From an optimization exercise on the open Yosys and OpenROAD flow, aimed at small area; shortcuts taken in it are not production practice.
Where RTL was checked, it was by simulation tests only, not by an equivalence proof against the original.

Design filter_chan, start of the top module:
module filter_chan (
    input  wire        clk,
    input  wire        rst,           
    input  wire [5:0]  cfg_dec,       
    input  wire [1:0]  cfg_ord,       
    input  wire [3:0]  cfg_taps,      
    input  wire        cfg_sat32,     
    input  wire        coef_we,       
    input  wire [3:0]  coef_addr,
    input  wire [15:0] coef_data,
    input  wire        start,         
    input  wire        stop,          
    input  wire        in_valid,      
    input  wire [31:0] in_data,
    output wire        out_valid,     
    output wire [31:0] out_data
);
Settings: LEC_CHECK=0, ABC_AREA=1, CAP_MARGIN=0, CORE_MARGIN=2, CORE_UTILIZATION=60, CTS_BUF_LIST=sky130_fd_sc_hd__clkbuf_8, CTS_CLUSTER_DIAMETER=50, CTS_CLUSTER_SIZE=18, SLEW_MARGIN=0; clock period 25.0 ns.
standard.sh (not shown) runs the stock make flow with config.mk's settings and CLKGATE_MAP_FILE= SYNTH_SCRIPT=/design/flow/synth_recipe.tcl, a recipe that flattens the netlist after the stock synthesis.
==> flow/flow/run.sh <==
#!/bin/bash
# The standard layout (the standard.sh, ORFS from synthesis to finish),
# with two changes in what the flow is asked for:
#  - clock tree: clkbuf_8 buffers, sink clusters of 18, no dummy loads;
#  - port buffers: the smallest buffer cell (every port is still buffered).
# Each tool's full output is in the ORFS logs; make's output is in standard.log.
set -euo pipefail
export CTS_ARGS="-sink_clustering_enable -repair_clock_nets -sink_clustering_size 18 -sink_clustering_max_diameter 50 -buf_list sky130_fd_sc_hd__clkbuf_8 -dont_use_dummy_load"
export BUFFER_PORTS_ARGS="-buffer_cell sky130_fd_sc_hd__buf_1"
bash standard.sh > standard.log 2>&1
Change:
- CORE_UTILIZATION: 60 -> 70
Result: Utilization climbs by 11 points; critical path depth increases by 1; global-route usage goes up by 7.1 points; clock skew increases by 0.016 ns; die area came out lower by about a fifth; clock-buffer cell count falls by 7; synthesized area is unchanged.

========
Setup of north:
Another version of the RTL of filter_chan (not shown whole).
Size: ~5200 cells after synthesis, roughly 1500 flip-flops, about 0.055 sq mm of cells after synthesis.
export LEC_CHECK = 0
export ABC_AREA = 1
export CAP_MARGIN = 0
export CORE_MARGIN = 2
export CORE_UTILIZATION = 60
export CTS_BUF_LIST = sky130_fd_sc_hd__clkbuf_8
export CTS_CLUSTER_DIAMETER = 50
export CTS_CLUSTER_SIZE = 24
export SLEW_MARGIN = 0
create_clock -name core_clock -period 25.0 [get_ports {clk}]
==> flow/flow/run.sh <==
#!/bin/bash
# The standard layout (the standard.sh, ORFS from synthesis to finish),
# with two changes in what the flow is asked for:
#  - clock tree: clkbuf_8 buffers, sink clusters of 24, no dummy loads;
#  - port buffers: the smallest buffer cell (every port is still buffered).
# Each tool's full output is in the ORFS logs; make's output is in standard.log.
set -euo pipefail
export CTS_ARGS="-sink_clustering_enable -repair_clock_nets -sink_clustering_size 24 -sink_clustering_max_diameter 50 -buf_list sky130_fd_sc_hd__clkbuf_8 -dont_use_dummy_load"
export BUFFER_PORTS_ARGS="-buffer_cell sky130_fd_sc_hd__buf_1"
bash standard.sh > standard.log 2>&1
north ran to completion and came out clean on the timing, DRC and antenna checks.
--- input diff north..south ---
- CTS_CLUSTER_SIZE: 24 -> 18
diff --git a/flow/flow/run.sh b/flow/flow/run.sh
--- a/flow/flow/run.sh
+++ b/flow/flow/run.sh
@@ -4 +4 @@
-#  - clock tree: clkbuf_8 buffers, sink clusters of 24, no dummy loads;
+#  - clock tree: clkbuf_8 buffers, sink clusters of 18, no dummy loads;
@@ -8 +8 @@
-export CTS_ARGS="-sink_clustering_enable -repair_clock_nets -sink_clustering_size 24 -sink_clustering_max_diameter 50 -buf_list sky130_fd_sc_hd__clkbuf_8 -dont_use_dummy_load"
+export CTS_ARGS="-sink_clustering_enable -repair_clock_nets -sink_clustering_size 18 -sink_clustering_max_diameter 50 -buf_list sky130_fd_sc_hd__clkbuf_8 -dont_use_dummy_load"
Results
| total buffers and inverters traversed by the critical path | south vs north | 10% higher |
Logic depth of the worst path, buffers included (higher): south
Delta (south minus north): time the final worst path needs with I/O delays and setup -0.018 ns; wire length of the first global-routing pass level.
| worst setup slack | south vs north | 0.018 ns higher |

========
Another version of the RTL of filter_chan (not shown whole).
For scale: roughly 5200 cells after synthesis, ~1500 flip-flops, roughly 100 I/O pins.
// filter_chan
module filter_chan (
    input  wire        clk,
    input  wire        rst,           
    input  wire [5:0]  cfg_dec,       
    input  wire [1:0]  cfg_ord,       
    input  wire [3:0]  cfg_taps,      
    input  wire        cfg_sat32,     
    input  wire        coef_we,       
    input  wire [3:0]  coef_addr,
    input  wire [15:0] coef_data,
    input  wire        start,         
    input  wire        stop,          
    input  wire        in_valid,      
    input  wire [31:0] in_data,
    output wire        out_valid,     
    output wire [31:0] out_data
);
make LEC_CHECK=0 ABC_AREA=1 CAP_MARGIN=0 CORE_MARGIN=2 CORE_UTILIZATION=40 CTS_BUF_LIST=sky130_fd_sc_hd__clkbuf_16 CTS_CLUSTER_DIAMETER=60 CTS_CLUSTER_SIZE=30 SLEW_MARGIN=0 finish   # period 25.0 ns
run.sh (not shown) runs the stock make flow with config.mk's settings and CLKGATE_MAP_FILE= SYNTH_SCRIPT=/design/flow/synth_recipe.tcl, a recipe that flattens the netlist after the stock synthesis.
Stock flow here: none of the scripts above is used.
Rerun with:
- CTS_BUF_LIST: sky130_fd_sc_hd__clkbuf_16 -> sky130_fd_sc_hd__clkbuf_8
- CTS_CLUSTER_DIAMETER: 60 -> 40
- CTS_CLUSTER_SIZE: 30 -> 12
What happened:
- The changed run ran to the end with no violations
- clock-buffer cell count grows by 84
- wire length rose by 0.56%
- die area stays the same
- synthesized area is unchanged
- worst setup slack is worse by 0.022 ns
- first-iteration DRC count falls by about 1.7%
- cell area went down by 0.56%
- global-route usage came out higher by 0.20 points
- cell count increases by 1.5%
- sequential share of layout area rises by 0.30 points
No functional check of the RTL was part of any run of this note.

========
the reference run:
Another version of the RTL of filter_chan (not shown whole).
For scale: roughly 5300 cells after synthesis, about 1400 flip-flops, ~100 I/O pins.
clock: 25.0 ns
lec_check: 0
abc_area: 1
cap_margin: 0
core_margin: 2
core_utilization: 60
cts_buf_list: sky130_fd_sc_hd__clkbuf_8
cts_cluster_diameter: 50
cts_cluster_size: 18
slew_margin: 0
standard.sh (not shown) runs the stock make flow with config.mk's settings and CLKGATE_MAP_FILE= SYNTH_SCRIPT=/design/flow/synth_recipe.tcl, a recipe that flattens the netlist after the stock synthesis.
==> flow/flow/run.sh <==
#!/bin/bash
# The standard layout (the standard.sh, ORFS from synthesis to finish),
# with two changes in what the flow is asked for:
#  - clock tree: clkbuf_8 buffers, sink clusters of 18, no dummy loads;
#  - port buffers: the smallest buffer cell (every port is still buffered).
# Each tool's full output is in the ORFS logs; make's output is in standard.log.
set -euo pipefail
export CTS_ARGS="-sink_clustering_enable -repair_clock_nets -sink_clustering_size 18 -sink_clustering_max_diameter 50 -buf_list sky130_fd_sc_hd__clkbuf_8 -dont_use_dummy_load"
export BUFFER_PORTS_ARGS="-buffer_cell sky130_fd_sc_hd__buf_1"
bash standard.sh > standard.log 2>&1
The reference run | stages: all done | timing, DRC, antenna: all pass
--- input diff the reference run..the trial run ---
Settings: swapping 60 for 70 in CORE_UTILIZATION.
==> results.txt <==
Diff the reference run and the trial run: width of the die higher in the reference run. Of the two candidates, the reference run has the worse die area and the trial run the better one. Measured against the trial run, the total of fill cells in the finished design of the reference run comes out at 1.4 times the reference value. Per the comparison of the trial run with the reference run, number of well taps decreased by 136 relative to the old numbers; met3 global-route usage rose 1.9 points; multi-input combinational cell count was more or less identical; fmax ~0 delta; detailed-route wire length per cell now sits higher. Between the trial run and the reference run, it is the trial run whose die outline height is lower, by 7.3%.

========
## job 3738
Another version of the RTL of filter_chan (not shown whole).
Size in the first run: about 5,300 cells after synthesis, roughly 1,500 flip-flops, about 57,000 sq um of cells after synthesis.
export LEC_CHECK = 0
export ABC_AREA = 1
export CAP_MARGIN = 0
export CORE_MARGIN = 2
export CORE_UTILIZATION = 60
export CTS_BUF_LIST = sky130_fd_sc_hd__clkbuf_8
export CTS_CLUSTER_DIAMETER = 40
export CTS_CLUSTER_SIZE = 12
export SLEW_MARGIN = 0
create_clock -name core_clock -period 25.0 [get_ports {clk}]
==> flow/flow/run.sh <==
#!/bin/bash
# The standard layout (the standard.sh, ORFS from synthesis to finish),
# with two changes in what the flow is asked for:
#  - clock tree: clkbuf_8 buffers, sink clusters of 12, no dummy loads;
#  - port buffers: the smallest buffer cell (every port is still buffered).
# Each tool's full output is in the ORFS logs; make's output is in standard.log.
set -euo pipefail
export CTS_ARGS="-sink_clustering_enable -repair_clock_nets -sink_clustering_size 12 -sink_clustering_max_diameter 40 -buf_list sky130_fd_sc_hd__clkbuf_8 -dont_use_dummy_load"
export BUFFER_PORTS_ARGS="-buffer_cell sky130_fd_sc_hd__buf_1"
bash standard.sh > standard.log 2>&1
The final layout from job 3738, which completed every stage, passed the timing, DRC and antenna checks at the end of the flow.
Input-level comparison between job 5542 and job 3738:
Settings: changing CORE_UTILIZATION from 60 to 40.
--- a/flow/flow/run.sh
+++ b/flow/flow/run.sh
@@ -8 +8 @@
-export CTS_ARGS="-sink_clustering_enable -repair_clock_nets -sink_clustering_size 12 -sink_clustering_max_diameter 40 -buf_list sky130_fd_sc_hd__clkbuf_8 -dont_use_dummy_load"
+export CTS_ARGS="-sink_clustering_enable -repair_clock_nets -sink_clustering_size 8 -sink_clustering_max_diameter 30 -buf_list {sky130_fd_sc_hd__clkbuf_4 sky130_fd_sc_hd__clkbuf_8} -dont_use_dummy_load"
==> comparison <==
Looking only at total routed wirelength, and setting everything else aside, the lower value of job 3738 and job 5542 goes to job 3738. Compared with job 3738, job 5542 shows a non-clock buffer count that is 10 higher. Going from job 3738 to job 5542, final setup slack of the worst path grows by 0.19 ns. Summary of job 5542 over job 3738: sequential share of layout area -2.4 points, global routing usage on met3 -1.6 points.
Function was not checked in any run of this note: the RTL went through the layout flow alone.

========
Starting RTL as in the previous note.
Settings: LEC_CHECK=0, ABC_AREA=1, CAP_MARGIN=0, CORE_MARGIN=2, CORE_UTILIZATION=40, CTS_BUF_LIST=sky130_fd_sc_hd__clkbuf_8, CTS_CLUSTER_DIAMETER=40, CTS_CLUSTER_SIZE=12, SLEW_MARGIN=0; clock period 25.0 ns.
==> flow/flow/run.sh <==
#!/bin/bash
# The standard layout (the standard.sh, ORFS from synthesis to finish),
# with two changes in what the flow is asked for:
#  - clock tree: clkbuf_8 buffers, sink clusters of 12, no dummy loads;
#  - port buffers: the smallest buffer cell (every port is still buffered).
# Each tool's full output is in the ORFS logs; make's output is in standard.log.
set -euo pipefail
export CTS_ARGS="-sink_clustering_enable -repair_clock_nets -sink_clustering_size 12 -sink_clustering_max_diameter 40 -buf_list sky130_fd_sc_hd__clkbuf_8 -dont_use_dummy_load"
export BUFFER_PORTS_ARGS="-buffer_cell sky130_fd_sc_hd__buf_1"
bash standard.sh > standard.log 2>&1
Edit:
--- a/flow/flow/run.sh
+++ b/flow/flow/run.sh
@@ -7,3 +7,3 @@
 set -euo pipefail
-export CTS_ARGS="-sink_clustering_enable -repair_clock_nets -sink_clustering_size 12 -sink_clustering_max_diameter 40 -buf_list sky130_fd_sc_hd__clkbuf_8 -dont_use_dummy_load"
+export CTS_ARGS="-sink_clustering_enable -repair_clock_nets -sink_clustering_size 18 -sink_clustering_max_diameter 50 -buf_list sky130_fd_sc_hd__clkbuf_8 -dont_use_dummy_load"
 export BUFFER_PORTS_ARGS="-buffer_cell sky130_fd_sc_hd__buf_1"
After rerunning: Routed wire length drops by 0.67%. Synthesized area stays the same. Cell area drops by 1.3%. Global-route usage drops by 0.16 points. Non-clock buffer count does not change.
No run of this note included a check of the RTL's function; only the layout flow was run.

separate check: timing with driven ports:
The flow's constraints put no driver on any port. The routed layouts listed below were extracted and timed again, unchanged, in two steps.
Step 1: set_driving_cell puts a clkbuf_16 on clk and a buf_2 on each other input, an assumption about the parent block.
Step 2 adds t to the input delays and takes it off the output delays; t is the mean of the earliest and latest rising clock arrival at the registers after step 1. Input paths then give back, and output paths get back, about the clock's delay inside the block.
Slacks: ideal / step 1 / step 2; pairs: ideal / step 1.
run | shift t [ns] | slack for setup (ns) | hold WS [ns] | pins driven straight from the clock port
the first run of note 1 | 0.843 | 1.051 / 1.051 / 1.051 | 0.212 / 0.212 / 0.212 | 1
the second run of note 1 | 0.774 | 0.824 / 0.824 / 0.824 | 0.269 / 0.269 / 0.269 | 1
north | 0.855 | 1.261 / 1.261 / 1.261 | 0.263 / 0.263 / 0.263 | 1
south | 0.867 | 1.279 / 1.279 / 1.279 | 0.248 / 0.248 / 0.248 | 1
the first run of note 3 | 0.810 | 1.024 / 1.024 / 1.024 | 0.293 / 0.293 / 0.293 | 1
the second run of note 3 | 0.972 | 1.001 / 1.001 / 1.001 | 0.298 / 0.298 / 0.298 | 1
the reference run | 0.834 | 1.193 / 1.193 / 1.193 | 0.269 / 0.269 / 0.269 | 1
the trial run | 0.787 | 1.123 / 1.123 / 1.123 | 0.241 / 0.241 / 0.241 | 1
job 3738 | 0.887 | 0.993 / 0.993 / 0.993 | 0.253 / 0.253 / 0.253 | 1
job 5542 | 1.002 | 1.182 / 1.182 / 1.182 | 0.264 / 0.264 / 0.264 | 1
the first run of note 6 | 0.932 | 1.072 / 1.072 / 1.072 | 0.265 / 0.265 / 0.265 | 1
the second run of note 6 | 0.927 | 1.029 / 1.029 / 1.029 | 0.239 / 0.239 / 0.239 | 1
After both steps setup and hold are still met in every run listed.
